Source: an optimization exercise on an open RTL-to-GDS flow (aim: small area and a short achievable clock period). Production flows keep margins and buffers that such runs may drop. Function was checked by simulation only, so behaviour that the tests miss may differ from the original. Power and IR drop assume default switching activity.

**design/flow/design.v**
```verilog
module trail_core (
    input  wire        clk,
    input  wire        rst,
    input  wire [7:0]  cfg_filt_n,
    input  wire [1:0]  cfg_decode,    
    input  wire        cfg_invert,
    input  wire [4:0]  cfg_pint,      
    input  wire [23:0] cfg_still,     
    input  wire        enc_a,
    input  wire        enc_b,
    input  wire        preset,        
    input  wire [55:0] preset_val,
    output wire [63:0] pos,
    output wire [31:0] spd,
    output wire [1:0]  spd_state,     
    output wire        speed_valid,
    output wire        dir,           
    output wire        illegal,       
    output wire [15:0] illegal_cnt
);
    localparam [1:0] ST_STILL    = 2'd0;
    localparam [1:0] ST_STARTING = 2'd1;
    localparam [1:0] ST_RUNNING  = 2'd2;
    localparam [1:0] ST_REVERSED = 2'd3;
    localparam [1:0] OP_HOLD  = 2'd0;
    localparam [1:0] OP_ZERO  = 2'd1;
    localparam [1:0] OP_MEAS  = 2'd2;
    localparam [1:0] OP_DECAY = 2'd3;
    localparam [23:0] DT_MAX = 24'hffffff;
    integer h, i, j;
    reg [7:0] nm1;        
    reg [1:0] dec;
    reg       inv;
    reg [4:0] pint;
    always @(posedge clk) begin
        nm1  <= (cfg_filt_n < 8'd2) ? 8'd1 : cfg_filt_n - 8'd1;
        dec  <= cfg_decode;
        inv  <= cfg_invert;
        pint <= (cfg_pint == 5'd0) ? 5'd1 : (cfg_pint > 5'd16) ? 5'd16 : cfg_pint;
    end
    wire [23:0] still_n = (cfg_still == 24'd0) ? 24'd1 : cfg_still;
    reg       fa, fb;
    reg [7:0] ca, cb;
    wire rdy_a = (ca >= nm1);
    wire rdy_b = (cb >= nm1);
    wire da = enc_a ^ fa;
    wire db = enc_b ^ fb;
    wire ea = da & rdy_a;
    wire eb = db & rdy_b;
    always @(posedge clk) begin
        if (rst) begin
            fa <= 1'b0;
            fb <= 1'b0;
            ca <= 8'd0;
            cb <= 8'd0;
        end else begin
            ca <= (da && !rdy_a) ? ca + 8'd1 : 8'd0;
            cb <= (db && !rdy_b) ? cb + 8'd1 : 8'd0;
            if (ea) fa <= enc_a;
            if (eb) fb <= enc_b;
        end
    end
    wire ok_a  = !dec[1] || !fa;          
    wire ok_b  = (dec == 2'd0);
    wire dir_a = (fa ^ fb) ^ inv;
    wire dir_b = !(fa ^ fb) ^ inv;
    wire is_ill = ea && eb;
    wire cev    = (ea && !eb && ok_a) || (eb && !ea && ok_b);
    wire ev_dir = ea ? dir_a : dir_b;
    reg  [23:0] dt;
    wire        dt_sat = (dt == DT_MAX);
    wire [23:0] dt_inc;
    trail_add #(.W(24)) u_dt (.a(dt), .b(24'd0), .ci(1'b1), .y(dt_inc));
    wire [23:0] s_next = dt_sat ? DT_MAX : dt_inc;
    wire        dt_rst = preset || cev;
    always @(posedge clk) begin
        if (rst)         dt <= 24'd0;
        else if (dt_rst) dt <= 24'd0;
        else             dt <= s_next;
    end
    reg [31:0] now;
    reg [31:0] hist [0:15];
    reg        hpend;
    wire [31:0] now_inc;
    trail_add #(.W(32)) u_now (.a(now), .b(32'd0), .ci(1'b1), .y(now_inc));
    reg [4:0]  nint;
    reg [1:0]  state;
    reg        sdir_ok, sdir;
    reg [23:0] last_int;
    reg [23:0] idle_rem;          
    wire [4:0] nint_next = (nint == 5'd16) ? 5'd16 : nint + 5'd1;
    wire [4:0] k         = (nint_next < pint) ? nint_next : pint;
    wire [3:0]  kidx     = k[3:0] - 4'd1;
    wire [3:0]  hidx     = kidx - {3'd0, hpend};
    wire [31:0] hsel     = (hpend && kidx == 4'd0) ? now : hist[hidx];
    wire [31:0] span;
    trail_add #(.W(32)) u_span (.a(now_inc), .b(~hsel), .ci(1'b1), .y(span));
    wire same    = (ev_dir == sdir);
    wire st_new  = (state == ST_STILL) || (state == ST_STARTING && !sdir_ok);
    wire e_meas  = !st_new && same;
    wire e_hold  = (state == ST_STARTING && !sdir_ok) || (state == ST_REVERSED && !same);
    wire timeout = (state != ST_STILL) && (idle_rem <= 24'd1);
    wire decay   = (s_next > last_int);
    wire [23:0] idle_dec;
    trail_add #(.W(24)) u_idle (.a(idle_rem), .b(~24'd0), .ci(1'b0), .y(idle_dec));
    reg [1:0] op;
    always @(*) begin
        if (is_ill)       op = OP_ZERO;
        else if (cev)     op = e_meas ? OP_MEAS : e_hold ? OP_HOLD : OP_ZERO;
        else if (timeout) op = OP_ZERO;
        else if (decay)   op = OP_DECAY;
        else              op = OP_HOLD;
    end
    always @(posedge clk) begin
        now <= now_inc;
        if (rst) hpend <= 1'b0;
        else     hpend <= cev;
        if (hpend) begin
            for (h = 15; h > 0; h = h - 1)
                hist[h] <= hist[h-1];
            hist[0] <= now;
        end
    end
    always @(posedge clk) begin
        if (rst) begin
            state <= ST_STILL;
        end else if (is_ill) begin
            state    <= ST_STARTING;
            sdir_ok  <= 1'b0;
            idle_rem <= still_n;
        end else if (cev) begin
            state    <= st_new ? ST_STARTING : same ? ST_RUNNING : ST_REVERSED;
            sdir_ok  <= 1'b1;
            sdir     <= ev_dir;
            nint     <= e_meas ? nint_next : 5'd0;
            last_int <= s_next;
            idle_rem <= still_n;
        end else begin
            if (idle_rem != 24'd0) idle_rem <= idle_dec;
            if (timeout) state <= ST_STILL;
        end
    end
    reg [1:0]  a_op;
    reg        a_sgn;
    reg [31:0] a_d;
    reg [3:0]  a_k;               
    always @(posedge clk) begin
        if (rst) a_op <= OP_HOLD;
        else     a_op <= op;
        a_sgn <= ev_dir;
        a_d   <= cev ? span : {8'd0, s_next};
        a_k   <= cev ? k[3:0] - 4'd1 : 4'd0;
    end
    wire [24:0] a_nh   = (a_k == 4'd0) ? 25'd1953125 :
                      (a_k == 4'd1) ? 25'd3906250 :
                      (a_k == 4'd2) ? 25'd5859375 :
                      (a_k == 4'd3) ? 25'd7812500 :
                      (a_k == 4'd4) ? 25'd9765625 :
                      (a_k == 4'd5) ? 25'd11718750 :
                      (a_k == 4'd6) ? 25'd13671875 :
                      (a_k == 4'd7) ? 25'd15625000 :
                      (a_k == 4'd8) ? 25'd17578125 :
                      (a_k == 4'd9) ? 25'd19531250 :
                      (a_k == 4'd10) ? 25'd21484375 :
                      (a_k == 4'd11) ? 25'd23437500 :
                      (a_k == 4'd12) ? 25'd25390625 :
                      (a_k == 4'd13) ? 25'd27343750 :
                      (a_k == 4'd14) ? 25'd29296875 :
                      25'd31250000;
    wire [5:0]  a_slim = (a_k == 4'd0) ? 6'd3 :
                      (a_k == 4'd1) ? 6'd7 :
                      (a_k == 4'd2) ? 6'd11 :
                      (a_k == 4'd3) ? 6'd14 :
                      (a_k == 4'd4) ? 6'd18 :
                      (a_k == 4'd5) ? 6'd22 :
                      (a_k == 4'd6) ? 6'd26 :
                      (a_k == 4'd7) ? 6'd29 :
                      (a_k == 4'd8) ? 6'd33 :
                      (a_k == 4'd9) ? 6'd37 :
                      (a_k == 4'd10) ? 6'd40 :
                      (a_k == 4'd11) ? 6'd44 :
                      (a_k == 4'd12) ? 6'd48 :
                      (a_k == 4'd13) ? 6'd52 :
                      (a_k == 4'd14) ? 6'd55 :
                      6'd59;
    wire a_sat = (a_d[31:6] == 26'd0) && (a_d[5:0] <= a_slim);
    localparam [30:0] FASTROWS = 31'h7ffff7e;    
    wire [36:0] rr [0:31];        
    wire [30:0] qq;
    reg [1:0]  b_op;
    reg        b_sgn, b_sat;
    reg [31:0] b_d;
    reg [36:12] b_r;
    reg [30:17] b_q;
    reg [1:0]  c_op;
    reg        c_sgn, c_sat;
    reg [31:0] c_d;
    reg [36:7] c_r;
    reg [30:7] c_q;
    assign rr[31] = {a_nh, 12'd0};
    genvar gi;
    generate
        for (gi = 30; gi >= 0; gi = gi - 1) begin : row
            localparam integer W = (gi <= 4) ? 33 : 37 - gi;
            wire [36:0] rin = (gi == 16) ? {b_r, 12'd0} :
                              (gi == 6)  ? {c_r, 7'd0}  : rr[gi + 1];
            wire [31:0] dv  = (gi >= 17) ? a_d : (gi >= 7) ? b_d : c_d;
            wire [W-1:0] dw;
            wire         hz;
            if (W == 33) begin : wide
                assign dw = {1'b0, dv};
                assign hz = 1'b1;
            end else if (W == 32) begin : full
                assign dw = dv;
                assign hz = 1'b1;
            end else begin : narrow
                assign dw = dv[W-1:0];
                assign hz = ~|dv[31:W];
            end
            wire [W-1:0] y;
            wire         nb;
            trail_divrow #(.W(W), .FAST(FASTROWS[gi])) u (.x(rin[gi +: W]), .d(dw), .nb(nb), .y(y));
            wire take = hz & nb;
            assign qq[gi] = take;
            if (gi + W < 37) begin : hi
                assign rr[gi][36:gi + W] = rin[36:gi + W];
            end
            assign rr[gi][gi + W - 1:gi] = take ? y : rin[gi + W - 1:gi];
            if (gi > 0) begin : lo
                assign rr[gi][gi - 1:0] = rin[gi - 1:0];
            end
        end
    endgenerate
    always @(posedge clk) begin
        if (rst) b_op <= OP_HOLD;
        else     b_op <= a_op;
        b_sgn <= a_sgn;
        b_sat <= a_sat;
        b_d   <= a_d;
        b_r   <= rr[17][36:12];
        b_q   <= qq[30:17];
    end
    always @(posedge clk) begin
        if (rst) c_op <= OP_HOLD;
        else     c_op <= b_op;
        c_sgn <= b_sgn;
        c_sat <= b_sat;
        c_d   <= b_d;
        c_r   <= rr[7][36:7];
        c_q   <= {b_q, qq[16:7]};
    end
    wire [1:0]  q_op  = c_op;
    wire        q_sgn = c_sgn;
    wire [30:0] q_q   = c_sat ? 31'h7fffffff : {c_q, qq[6:0]};
    reg        x_s;
    reg [30:0] x_m;
    reg        x_ch;              
    reg        xs_n;
    reg [30:0] xm_n;
    always @(*) begin
        xs_n = x_s;
        xm_n = x_m;
        case (q_op)
            OP_ZERO:  begin xs_n = 1'b0;  xm_n = 31'd0; end
            OP_MEAS:  begin xs_n = !q_sgn; xm_n = q_q;  end
            OP_DECAY: if (q_q < x_m) xm_n = q_q;
            default: ;
        endcase
    end
    reg [31:0] spd_r;
    wire [31:0] spd_neg;
    trail_add #(.W(32)) u_neg (.a(32'd0), .b({1'b1, ~x_m}), .ci(1'b1), .y(spd_neg));
    always @(posedge clk) begin
        if (rst) begin
            x_s   <= 1'b0;
            x_m   <= 31'd0;
            x_ch  <= 1'b0;
            spd_r <= 32'd0;
        end else begin
            x_s   <= xs_n;
            x_m   <= xm_n;
            x_ch  <= (xm_n != x_m);
            spd_r <= x_s ? spd_neg : {1'b0, x_m};
        end
    end
    reg [1:0] state_d [0:3];
    always @(posedge clk) begin
        if (rst) begin
            for (h = 0; h < 4; h = h + 1)
                state_d[h] <= ST_STILL;
        end else begin
            state_d[0] <= state;
            for (h = 1; h < 4; h = h + 1)
                state_d[h] <= state_d[h-1];
        end
    end
    reg [33:0] pacc;
    reg        psat;
    wire [30:0] a = x_m;
    reg [33:0] px, py;
    reg        psat_in;
    always @(*) begin
        psat_in = 1'b0;
        px = 34'd0;
        py = 34'd0;
        if (!x_ch) begin
            psat_in = psat;
            px = pacc;
            py = dt_sat ? 34'd0 : {3'd0, a};
        end else begin
            case (dt)
                24'd0: begin px = 34'd0;          py = {3'd0, a}; end
                24'd1: begin px = {2'd0, a, 1'b0}; py = 34'd0;     end
                24'd2: begin px = {2'd0, a, 1'b0}; py = {3'd0, a}; end
                24'd3: begin px = {1'd0, a, 2'b0}; py = 34'd0;     end
                default: psat_in = (a != 31'd0);
            endcase
        end
    end
    wire [33:0] psum = px + py;
    wire [29:0] pd = psum[33:4];
    wire        p255;
    trail_krow #(.W(30), .K(30'd498046875)) u_p255 (.x(pd), .nb(p255), .y());
    wire [29:0] pk [0:8];
    wire [7:0]  pq;
    assign pk[8] = pd;
    genvar gj;
    generate
        for (gj = 7; gj >= 0; gj = gj - 1) begin : prow
            wire [21:0] y;
            wire        nb;
            trail_krow #(.W(22), .K(22'd1953125)) u (.x(pk[gj+1][gj +: 22]), .nb(nb), .y(y));
            assign pq[gj] = nb;
            if (gj + 22 < 30) begin : hi
                assign pk[gj][29:gj + 22] = pk[gj+1][29:gj + 22];
            end
            assign pk[gj][gj + 21:gj] = nb ? y : pk[gj+1][gj + 21:gj];
            if (gj > 0) begin : lo
                assign pk[gj][gj - 1:0] = pk[gj+1][gj - 1:0];
            end
        end
    endgenerate
    wire       psat_n = psat_in || p255;
    wire [7:0] trav_n = psat_n ? 8'd255 : pq;
    always @(posedge clk) begin
        if (rst || dt_rst) begin
            pacc <= 34'd0;
            psat <= 1'b0;
        end else begin
            pacc <= psum;
            psat <= psat_n;
        end
    end
    reg [55:0] pos_hi;
    reg [7:0]  pos_lo;
    reg        pf;
    reg        pdir;
    wire       valid_n = !state_d[2][0];
    wire       tr_nz   = valid_n && (trav_n != 8'd0);
    wire       pf_n    = !pdir && tr_nz;
    wire [55:0] ph_inc, ph_dec;
    trail_add #(.W(56)) u_phi (.a(pos_hi), .b(56'd0),  .ci(1'b1), .y(ph_inc));
    trail_add #(.W(56)) u_phd (.a(pos_hi), .b(~56'd0), .ci(1'b0), .y(ph_dec));
    always @(posedge clk) begin
        if (rst) begin
            pos_hi <= 56'd0;
            pos_lo <= 8'd0;
            pf     <= 1'b0;
            pdir   <= 1'b1;
        end else if (preset) begin
            pos_hi <= preset_val;
            pos_lo <= 8'd0;
            pf     <= 1'b0;
        end else if (cev) begin
            pdir   <= ev_dir;
            pos_lo <= 8'd0;
            pf     <= 1'b0;
            if (pdir) pos_hi <= ev_dir ? ph_inc : pos_hi;
            else      pos_hi <= ev_dir ? (pf ? ph_inc : pos_hi) : (pf ? pos_hi : ph_dec);
        end else begin
            pf     <= pf_n;
            pos_lo <= !tr_nz ? 8'd0 : pdir ? trav_n : -trav_n;
            if (pf && !pf_n)      pos_hi <= ph_inc;
            else if (!pf && pf_n) pos_hi <= ph_dec;
        end
    end
    reg        ill_q;
    reg [15:0] ill_cnt;
    wire [15:0] ill_inc;
    trail_add #(.W(16)) u_ill (.a(ill_cnt), .b(16'd0), .ci(1'b1), .y(ill_inc));
    always @(posedge clk) begin
        if (rst) begin
            ill_q   <= 1'b0;
            ill_cnt <= 16'd0;
        end else begin
            ill_q <= is_ill;
            if (is_ill)
                ill_cnt <= ill_inc;
        end
    end
    assign pos         = {pos_hi, pos_lo};
    assign spd         = spd_r;
    assign spd_state   = state_d[3];
    assign speed_valid = !state_d[3][0];
    assign dir         = pdir;
    assign illegal     = ill_q;
    assign illegal_cnt = ill_cnt;
endmodule
module trail_divrow #(
    parameter integer W = 33,
    parameter         FAST = 1'b1
) (
    input  wire [W-1:0] x,
    input  wire [W-1:0] d,
    output wire         nb,
    output wire [W-1:0] y
);
    wire [W-1:0] g = ~x & d;
    wire [W-1:0] p = ~(x ^ d);
    wire [W:0]   b;
    assign b[0] = 1'b0;
    genvar j;
    generate
        if (FAST) begin : la
            for (j = 0; j < W; j = j + 2) begin : step
                assign b[j+1] = g[j] | (p[j] & b[j]);
                if (j + 1 < W) begin : pair
                    assign b[j+2] = g[j+1] | (p[j+1] & g[j]) | (p[j+1] & p[j] & b[j]);
                end
            end
        end else begin : rip
            for (j = 0; j < W; j = j + 1) begin : step
                assign b[j+1] = g[j] | (p[j] & b[j]);
            end
        end
    endgenerate
    assign y  = x ^ d ^ b[W-1:0];
    assign nb = ~b[W];
endmodule
module trail_add #(
    parameter integer W = 32
) (
    input  wire [W-1:0] a,
    input  wire [W-1:0] b,
    input  wire         ci,
    output wire [W-1:0] y
);
    wire [W:0] c;
    assign c[0] = ci;
    genvar j;
    generate
        for (j = 0; j < W; j = j + 1) begin : bt
            assign y[j]   = a[j] ^ b[j] ^ c[j];
            assign c[j+1] = (a[j] & b[j]) | (c[j] & (a[j] ^ b[j]));
        end
    endgenerate
endmodule
module trail_krow #(
    parameter integer W = 22,
    parameter [W-1:0] K = 0
) (
    input  wire [W-1:0] x,
    output wire         nb,
    output wire [W-1:0] y
);
    wire [W:0] b;
    assign b[0] = 1'b0;
    genvar j;
    generate
        for (j = 0; j < W; j = j + 1) begin : bt
            if (K[j]) begin : one
                assign y[j]   = ~(x[j] ^ b[j]);
                assign b[j+1] = ~x[j] | b[j];
            end else begin : zero
                assign y[j]   = x[j] ^ b[j];
                assign b[j+1] = ~x[j] & b[j];
            end
        end
    endgenerate
    assign nb = ~b[W];
endmodule
```
**design/flow/run.sh**
```bash
#!/bin/bash
# synth_recipe.tcl (not shown) runs the flow's synth.tcl, then flattens the netlist and writes it again
# the make line also repeats each setting of config.mk as NAME=value (left out here)
make -C /OpenROAD-flow-scripts/flow DESIGN_CONFIG=/design/flow/config.mk WORK_HOME=/design/flow/orfs CLKGATE_MAP_FILE= SYNTH_SCRIPT=/design/flow/synth_recipe.tcl finish
```
**design/flow/config.mk**
```make
export PLATFORM = sky130hd
export DESIGN_NAME = trail_core
export DESIGN_NICKNAME = trail_core
export VERILOG_FILES = /design/flow/design.v
export SDC_FILE = /design/flow/constraint.sdc
export NUM_CORES = 4
export LEC_CHECK = 0
export ABC_AREA = 1
export CAP_MARGIN = 20
export CORE_MARGIN = 2
export CORE_UTILIZATION = 70
export SLEW_MARGIN = 20
```
**design/flow/constraint.sdc**
```tcl
create_clock -name core_clock -period 220.0 [get_ports {clk}]
set_input_delay 44.0000 -clock core_clock [delete_from_list [all_inputs] [get_ports {clk}]]
set_output_delay 44.0000 -clock core_clock [all_outputs]
set_load 0.01 [all_outputs]
```
==> results.ini <==
[power_and_ir_drop]
netSwitchingFraction=0.399
p_leak_uw=0.0401
internal_power_uw=460
seqPwrFrac=0.288
power_switching_uw=305
pwr-share-comb=0.461
power.density_nw_per_um2=8.89
clock_power_share=0.251
vdd_drop_max_uv=8.54

[cts]
cts.path.max_buffers=3
holdBufCountCts=0
clk_pin_slew_worst_paths_ns=0.06
clock_sinks=1055
worstSkewPairLatency_ns=0.74
post_cts_resize_count=0
cts_setup_buffers=0
cts_max_level=3
cts-buffers-inserted=108
clockRootBuffer=clkbuf_16
cts_tree=yes

[setup_path]
reg2reg_from=b_d[0]
r2r_end=c_r[7]
worstPathMaxFanout=52
crit_slowest_cell=clkinv_1
path_common_cell=nand2_1
cp.required_ns=220.54
crit_path_max_incr_delay_ns=0.63
crit_start=b_d[0]
rrSetupSlack_ns=172.42
crit_path_end_kind=flop
criticalPathCategory=reg -> reg
reg2reg_depth=283
crit_path_end=c_r[7]
arrival_ns=48.12
startpoint_type=flop

[layout]
seqCellArea_sq_um=26800
multiInputGateArea_sq_um=47400
layout-drive-gt1-share=0.0468
nets=10500
area_growth_pct=9.27
instances_no_fill=10500
utilization=0.768
nFillCells=8058

[timing]
fmax_ghz=0.0210
whs_ns=0.324
timing.final.max_slew_violations=0
slew_headroom=0.207
fin_crit_sh=0.216
rsz0062_at_grt=false
worst_pin_slew_ns=1.18
hold_violations=0
finalCriticalPeriod_ns=47.58
setup_violations=0
clock-skew-final_ns=0.0577
fin_setup_tns_ns=0

[routing]
ant_nets=0
routed_wl_mm=205
wl_per_cell_microns=19.5
drtPass1Iterations=5
drcViolationCount=0
dr_total_vias=64300
first_iter_violations=5328
routed_via_density=6.10

[min_path]
min_delay_path_depth=0
worstHoldPathType=reg -> reg

[floorplan]
start_util=0.703
io_pins=218
rows=123
die_w_microns=339
coreArea_sq_um=112000
fp.dieH_microns=339
die-area_sq_um=115000

[yosys]
synth.distinct_cells=76
yosys_warnings=5
ys_async_sr_fraction=0
avgSynthCellArea_sq_um=8.93
synth-seq-cells=1055
synth_edf_count=567
netlist_area_sq_um=78800
synthesis.nets=10400
ys.flop_type=edfxtp_1
synth_cells=8826
synth-seq-area-share=0.340

[global_route]
track_usage=0.355
grt_pass1_vias=63500
grt_first_pass_wirelength_mm=331
grt_max_degree=181
overflow=0
antenna_found_initial=4

[placed_design]
dpl.cell_count=10300
post-dp-hpwl_mm=152
place.gp.congestion=0.912
io_buffer_count=217

[job]
maxCapViolations=0

[status]
status=finished clean

cells in the final DEF, fill, tap and decap left out, types with 34 or more instances in the layout:
master / instances
nand2_1: 2043
ha_1: 1057
inv_1: 800
o21ai_0: 604
edfxtp_1: 567
dfxtp_1: 480
a21oi_1: 405
nor2_1: 398
nand3_1: 390
fa_1: 381
clkdlybuf4s50_1: 215
xnor2_1: 208
a31oi_1: 151
xor2_1: 115
clkbuf_16: 109
buf_4: 103
mux2i_1: 91
a221oi_1: 78
nand4_1: 69
a22o_1: 62
nor3_1: 56
o211ai_1: 56
a22oi_1: 54
a21o_1: 42
clkinv_1: 36
o221ai_1: 34
area by class of cell:
| type | instances | share of cell area |
|---|---|---|
| antenna | 3 | 0.0000872 |
| clock inverter | 51 | 0.00799 |
| clock buffer | 155 | 0.0356 |
| inverter | 855 | 0.0375 |
| multi-input combinational | 6591 | 0.551 |
| tap | 1500 | 0.0218 |
| sequential | 1055 | 0.311 |
| timing repair buffer | 322 | 0.0345 |
registers in the layout, summed over array words and instances (netlist names), 14 cells and up:
register	flops
a_d	32
now	32
hist	512
idle_rem	24
ill_cnt	16
pos_hi	56
pacc	34
dt	24
b_r	25
last_int	24
spd_r	32
x_m	31
b_d	32
b_q	14
c_d	32
c_r	30
c_q	24
logic make-up after synthesis:
group	synth area share
AND/OR/NAND/NOR	0.162
XOR/XNOR	0.0361
buffers and inverters	0.0595
multiplexers	0.0116
flip-flops	0.340
adder cells (fa/ha/maj)	0.265
AO/OA/AOI/OAI	0.126
worst min-delay path by stage:
stage                 start  endpoint  slack, ns
global placement      b_sat     c_sat       0.31
floorplan             a_sgn     b_sgn       0.31
global route        b_q[26]   c_q[26]       0.33
detailed placement    b_sat     c_sat       0.31
CTS                 b_q[26]   c_q[26]       0.32
finish              b_q[26]   c_q[26]       0.32
Yosys cell counts, types with 18 or more instances:
library cell     n  share of area
nor4_1          31         0.0025
nand4_1         69         0.0055
a21o_1          42         0.0040
dfxtp_1        488           0.12
clkinv_1        32         0.0015
a22oi_1         54         0.0051
inv_1          803          0.038
clkbuf_1       254          0.012
nor2_1         421          0.020
xor2_1         115          0.013
o211ai_1        56         0.0053
xnor2_1        208          0.023
a221oi_1        78         0.0087
a31oi_1        151          0.012
a211oi_1        30         0.0029
ha_1          1058           0.17
mux2i_1         91          0.012
a41oi_1         20         0.0022
o21ai_0        604          0.038
nor3_1          56         0.0036
nand3_1        390          0.025
nand2_2         18         0.0014
buf_1           22         0.0010
o221ai_1        34         0.0038
fa_1           381          0.097
a22o_1          62         0.0069
edfxtp_1       567           0.22
nand2_1       2044          0.097
a21oi_1        408          0.026
stage by stage:
step,cell area (sq um),total power [uW],worst slack (ns)
2_1_floorplan,78800,492,172.99
3_3_place_gp,82300,551,171.97
3_5_place_dp,82300,571,171.86
4_1_cts,86100,765,172.29
5_1_grt,86100,828,167.26
6_report,86100,765,172.42
power groups by stage:
stage | sequential [uW] | combinational, uW | clock [uW]
CTS | 221 | 351 | 194
finish | 221 | 352 | 192
floorplan | 223 | 270 | 0
global route | 221 | 405 | 202
global placement | 225 | 327 | 0
detailed placement | 225 | 347 | 0
layer usage:
metal,vias up,track usage,wire (microns)
li1,30500,-,-
met1,30900,0.444,81500
met2,2285,0.605,98900
met3,513,0.0485,13800
met4,0,0.181,11100
met5,-,0,0
worst max-delay path: cells and delay by family, from the launching register on:
kind | cells | cell delay (ns)
AND/OR/NAND/NOR | 187 | 18.40
adder cells (fa/ha/maj) | 44 | 16.89
buffers and inverters | 29 | 6.71
AO/OA/AOI/OAI | 21 | 3.70
multiplexers | 2 | 0.92
flip-flops | 1 | 0.59

-- what the ideal ports hide --
The results above use ideal ports. As a check the final layout listed here was re-extracted and re-timed, cells and wires unchanged. Step 1 assumes that a clkbuf_16 drives the clock port and a buf_2 every other input. Step 2, shift: input delay + t, output delay - t, t = (earliest + latest rising clock arrival at the registers) / 2. This alone moves slack from input paths to output paths. Three values: no drivers, after step 1, after step 2; two values: the first two.
shift t [ns]: 0.797
slack for setup (ns): 172.424 / 172.424 / 171.683
hold slack, ns: 0.324 / 0.324 / 0.324
worst setup path at the end: input to register
After both steps setup and hold are still met in this run. The setup slack of this run moves by 0.000 ns with the drivers and by -0.741 ns with both steps.
